Background: an optimization exercise with open tools, aiming at small area and a short achievable clock period. Do not read the settings as production practice.
At most, simulation tests tie the RTL to the original design; equivalence was not proved.

== v6 ==
// ct_time_core
module ct_time_core (
  input  wire        clk,
  input  wire        rst,
  input  wire        cmd_valid,
  input  wire [2:0]  cmd_op,
  input  wire [95:0] cmd_data,
  output reg         resp_valid,
  output reg  [1:0]  resp_status,
  output wire [47:0] time_sec,
  output wire [29:0] time_ns,
  output wire [31:0] time_frac,
  output wire [63:0] linear_ns,
  output wire [15:0] linear_frac,
  output wire [47:0] rate_adj,
  output wire [47:0] rate_total,
  output wire [47:0] slew_limit,
  output wire [63:0] slew_remain,
  output wire [2:0]  status,
  output wire [3:0]  sticky,
  output wire [3:0]  cmp_armed,
  output wire [3:0]  cmp_fire
);
Size: roughly 9600 cells after synthesis, ~660 flip-flops.
==> flow/config.mk <==
export PLATFORM = sky130hd
export DESIGN_NAME = ct_time_core
export DESIGN_NICKNAME = ct_time_core
export VERILOG_FILES = /design/flow/design.v
export SDC_FILE = /design/flow/constraint.sdc
export NUM_CORES = 4
export LEC_CHECK = 0
export CAP_MARGIN = 20
export CORE_MARGIN = 2
export CORE_UTILIZATION = 45
export PLACE_DENSITY = 0.75
export SLEW_MARGIN = 20
==> flow/constraint.sdc <==
create_clock -name core_clock -period 30.0 [get_ports {clk}]
set_input_delay 6.0000 -clock core_clock [delete_from_list [all_inputs] [get_ports {clk}]]
set_output_delay 6.0000 -clock core_clock [all_outputs]
set_load 0.01 [all_outputs]
standard.sh (not shown) runs the stock make flow with config.mk's settings and CLKGATE_MAP_FILE= SYNTH_SCRIPT=/design/flow/synth_recipe.tcl, a recipe that flattens the netlist after the stock synthesis.
==> flow/flow/run.sh <==
#!/bin/bash
# Layout flow: the standard ORFS flow (standard synthesis unchanged), with
# the setup repair of floorplan, CTS and global routing asked to leave 17 ns of
# setup slack at the design's 30 ns clock, so that it works on the paths that
# set the achieved period. The clock, constraints and all other settings are
# the standard flow's. make's full output goes to flow_make.log; ORFS keeps each step's
# own log under orfs/logs/.
set -euo pipefail
bash standard.sh SETUP_SLACK_MARGIN=17 finish > flow_make.log 2>&1
The inputs of v7 differ from those of v6 as listed below.
diff --git a/flow/design.v b/flow/design.v
--- a/flow/design.v
+++ b/flow/design.v
@@ -789,22 +789,23 @@
   wire [82:0] dd     = {dd_hi, dm_s, pl_s};
   wire [82:0] rem_slew = finish ? 83'd0 : dd;
   wire [53:0] inc_rate = {r25_q[41] ? 12'd1599 : 12'd1600, r25_q};
   wire [53:0] ybase;                                                
   wire        yb_co;
   ct_add #(54) u_yb (.a({2'b00, sub_q}), .b(inc_rate), .ci(1'b0), .s(ybase), .co(yb_co));
   wire [40:0] xs = finish ? rem_q[40:0] : (rem_neg ? ~{1'b0, m25} : {1'b0, m25});
   wire [53:0] ynorm;
   wire        yn_co;
   ct_add #(54) u_yn (.a(ybase), .b({{13{xs[40]}}, xs}), .ci(~finish & rem_neg), .s(ynorm), .co(yn_co));
-  wire [29:0] ns_p1 = ns_q + 30'd1;
-  wire [29:0] ns_p2 = ns_q + 30'd2;
+  wire [28:0] ns_h1 = ns_q[29:1] + 29'd1;
+  wire [29:0] ns_p1 = ns_q[0] ? {ns_h1, 1'b0} : {ns_q[29:1], 1'b1};
+  wire [29:0] ns_p2 = {ns_h1, ns_q[0]};
   wire        ns_e1 = (ns_q == NS_PER_SEC - 30'd1);
   wire        ns_e2 = (ns_q == NS_PER_SEC - 30'd2);
   wire [47:0] sec_p1 = sec_q + 48'd1;
   wire        k2n    = ynorm[53];
   wire        wrap_n = ns_e1 | (k2n & ns_e2);
   wire [29:0] ns_n   = k2n ? (ns_e1 ? 30'd1 : ns_e2 ? 30'd0 : ns_p2)
                            : (ns_e1 ? 30'd0 : ns_p1);
   wire [47:0] sec_n  = wrap_n ? sec_p1 : sec_q;
   wire        k2b    = ybase[53];
   wire        wrap_b = ns_e1 | (k2b & ns_e2);
==> comparison <==
Every run (v7 and v6) finished clean. Between v6 and v7, the flow reports sum of net half-perimeters after detailed placement decreasing slightly. [diff] minimum period implied by the final worst setup slack, v7 relative to v6: improvement. Relative to v6, share of the final layout cell area in sequential cells has gone up in v7. Number of clock buffers inserted by TritonCTS shrinks by a few percent when moving from v6 to v7. Looking at end-of-flow core utilization, v7 sits 0.18 points lower than v6 does. Xor/xnor cell area share of the yosys netlist, v7 and v6, higher one = v7. Diff v6 -> v7: area growth from synthesis to layout saw a decrease; die area saw a decrease; die boundary width saw little to no change; smallest setup slack after layout saw an increase.


Another version of the RTL of ct_time_core (not shown whole).
Size in the first run: roughly 9300 cells after synthesis, about 620 flip-flops, roughly 520 I/O pins, about 0.083 mm² of cells after synthesis.
make LEC_CHECK=0 CAP_MARGIN=20 CORE_MARGIN=2 CORE_UTILIZATION=30 SLEW_MARGIN=20 finish   # period 30.0 ns
run.sh (not shown) runs the stock make flow with config.mk's settings and CLKGATE_MAP_FILE= SYNTH_SCRIPT=/design/flow/synth_recipe.tcl, a recipe that flattens the netlist after the stock synthesis.
Stock flow here: none of the scripts above is used.
The first run produced a clean layout.
Edit:
--- a/flow/design.v
+++ b/flow/design.v
@@ -179,26 +179,26 @@
   wire is_load  = cmd_valid && (cmd_op == OP_LOAD);
   wire is_rate  = cmd_valid && (cmd_op == OP_RATE_SET);
   wire is_slim  = cmd_valid && (cmd_op == OP_SLEW_LIMIT);
   wire is_padj  = cmd_valid && (cmd_op == OP_PHASE_ADJ);
   wire is_step  = cmd_valid && (cmd_op == OP_STEP);
   wire is_arm   = cmd_valid && (cmd_op == OP_CMP_ARM);
   wire is_dis   = cmd_valid && (cmd_op == OP_CMP_DISARM);
   wire is_clr   = cmd_valid && (cmd_op == OP_STICKY_CLR);
   wire [29:0] ld_ns   = cmd_data[77:48];
   wire        ld_ok   = (ld_ns < NS_PER_SEC);
   wire        do_load = is_load && ld_ok;
   wire        rs_neg = cmd_data[47];
-  wire        rs_hi  = ~rs_neg & (cmd_data[46:0] > RMAX[46:0]);
-  wire        rs_lo  =  rs_neg & (cmd_data[46:0] < (47'd0 - RMAX[46:0]));
+  wire        rs_hi  = ~rs_neg & (cmd_data[46:0] > 47'd56294995342);
+  wire        rs_lo  =  rs_neg & (cmd_data[46:0] < (47'd0 - 47'd56294995342));
   wire        rs_hit = rs_hi | rs_lo;
   wire [36:0] rs_cl  = rs_hi ? RMAX[36:0] : rs_lo ? (37'd0 - RMAX[36:0]) : cmd_data[36:0];
   wire [47:0] sl_in = cmd_data[47:0];
   wire        sl_ok = (sl_in >= {13'd0, SL_MIN}) && (sl_in <= {13'd0, SL_MAX});
   wire [84:0] pa_r  = {{2{rem_q[82]}}, rem_q};
   wire [84:0] pa_m  = rem_neg ? {45'd0, m25} : ~{45'd0, m25};
   wire [84:0] pa_c  = {cmd_data[63], cmd_data[63:0], 20'd0};
   wire [84:0] pa_s0 = ((pa_r) ^ (pa_m) ^ (pa_c));
   wire [85:0] pa_k0 = ({(((pa_r) & (pa_m)) | ((pa_r) & (pa_c)) | ((pa_m) & (pa_c))), 1'b0});
   wire [84:0] pa_nf;
   wire        pa_co;
   ct_add #(85) u_pa (.a(pa_s0), .b(pa_k0[84:0]), .ci(~rem_neg), .s(pa_nf), .co(pa_co));
@@ -317,25 +317,25 @@
   assign status      = {slew_clamped, (rate_q == RMAX[36:0]) || (rate_q == (37'd0 - RMAX[36:0])), !rem_zero};
   assign sticky      = sticky_q;
   assign cmp_armed   = armed_q;
   assign cmp_fire    = hit;
 endmodule
 module ct_add #(parameter N = 8) (
   input  wire [N-1:0] a,
   input  wire [N-1:0] b,
   input  wire         ci,
   output wire [N-1:0] s,
   output wire         co
 );
-  localparam LOG = $clog2(N);
+  localparam LOG = (N > 64) ? 7 : (N > 32) ? 6 : (N > 16) ? 5 : (N > 8) ? 4 : (N > 4) ? 3 : (N > 2) ? 2 : 1;
   wire [N-1:0] p  = a ^ b;
   wire [N-1:0] g0 = a & b;
   reg  [N-1:0] G, P;
   integer i, l, d;
   always @* begin
     G = g0;
     P = p;
     G[0] = g0[0] | (p[0] & ci);
     for (l = 0; l < LOG; l = l + 1) begin
       d = 1 << l;
       for (i = 0; i < N; i = i + 1)
         if ((i % (2 * d)) == 2 * d - 1) begin
After rerunning: Cell area rose by 0.35%; via count rose by about 2.4%; hold slack hardly moves; synthesized area rose by 0.61%; register-to-register slack got worse by 1500 ps; synthesized cell count rose by about 0.7%; core utilization fell by 0.18 points; cell count barely changes; wire length rose by about 0.6%.
The RTL of the first run of this note was laid out without a check of its function.

## afterwards: timing with drivers on the ports
In the flow no input, the clock included, has a driving cell. The finished layouts below were timed again as built, in two steps.
Step 1: set_driving_cell puts a clkbuf_16 on clk and a buf_2 on each other input, an assumption about the parent block.
Step 2 also shifts input and output timing later by t, the mid clock arrival at the registers, as if the neighbouring blocks saw the same clock.
a / b / c = no drivers / after step 1 / after step 2; a / b = the first two.
run | shift t [ns] | setup WS [ns] | hold slack, ns | worst slew at a driven data input, ns
v6 | 0.863 | 16.778 / 16.689 / 16.282 | 0.461 / 0.461 / 0.461 | 0.15
v7 | 0.830 | 16.890 / 16.806 / 16.283 | 0.474 / 0.474 / 0.474 | 0.24
the first run of note 2 | 0.836 | 10.663 / 10.663 / 10.663 | 0.456 / 0.456 / 0.456 | 0.26
the second run of note 2 | 0.875 | 9.134 / 9.134 / 9.134 | 0.455 / 0.455 / 0.455 | 0.08
After both steps setup and hold are still met in every run listed. For v7, which loses most, drivers alone change the setup slack by -0.084 ns; drivers and shift together by -0.607 ns.
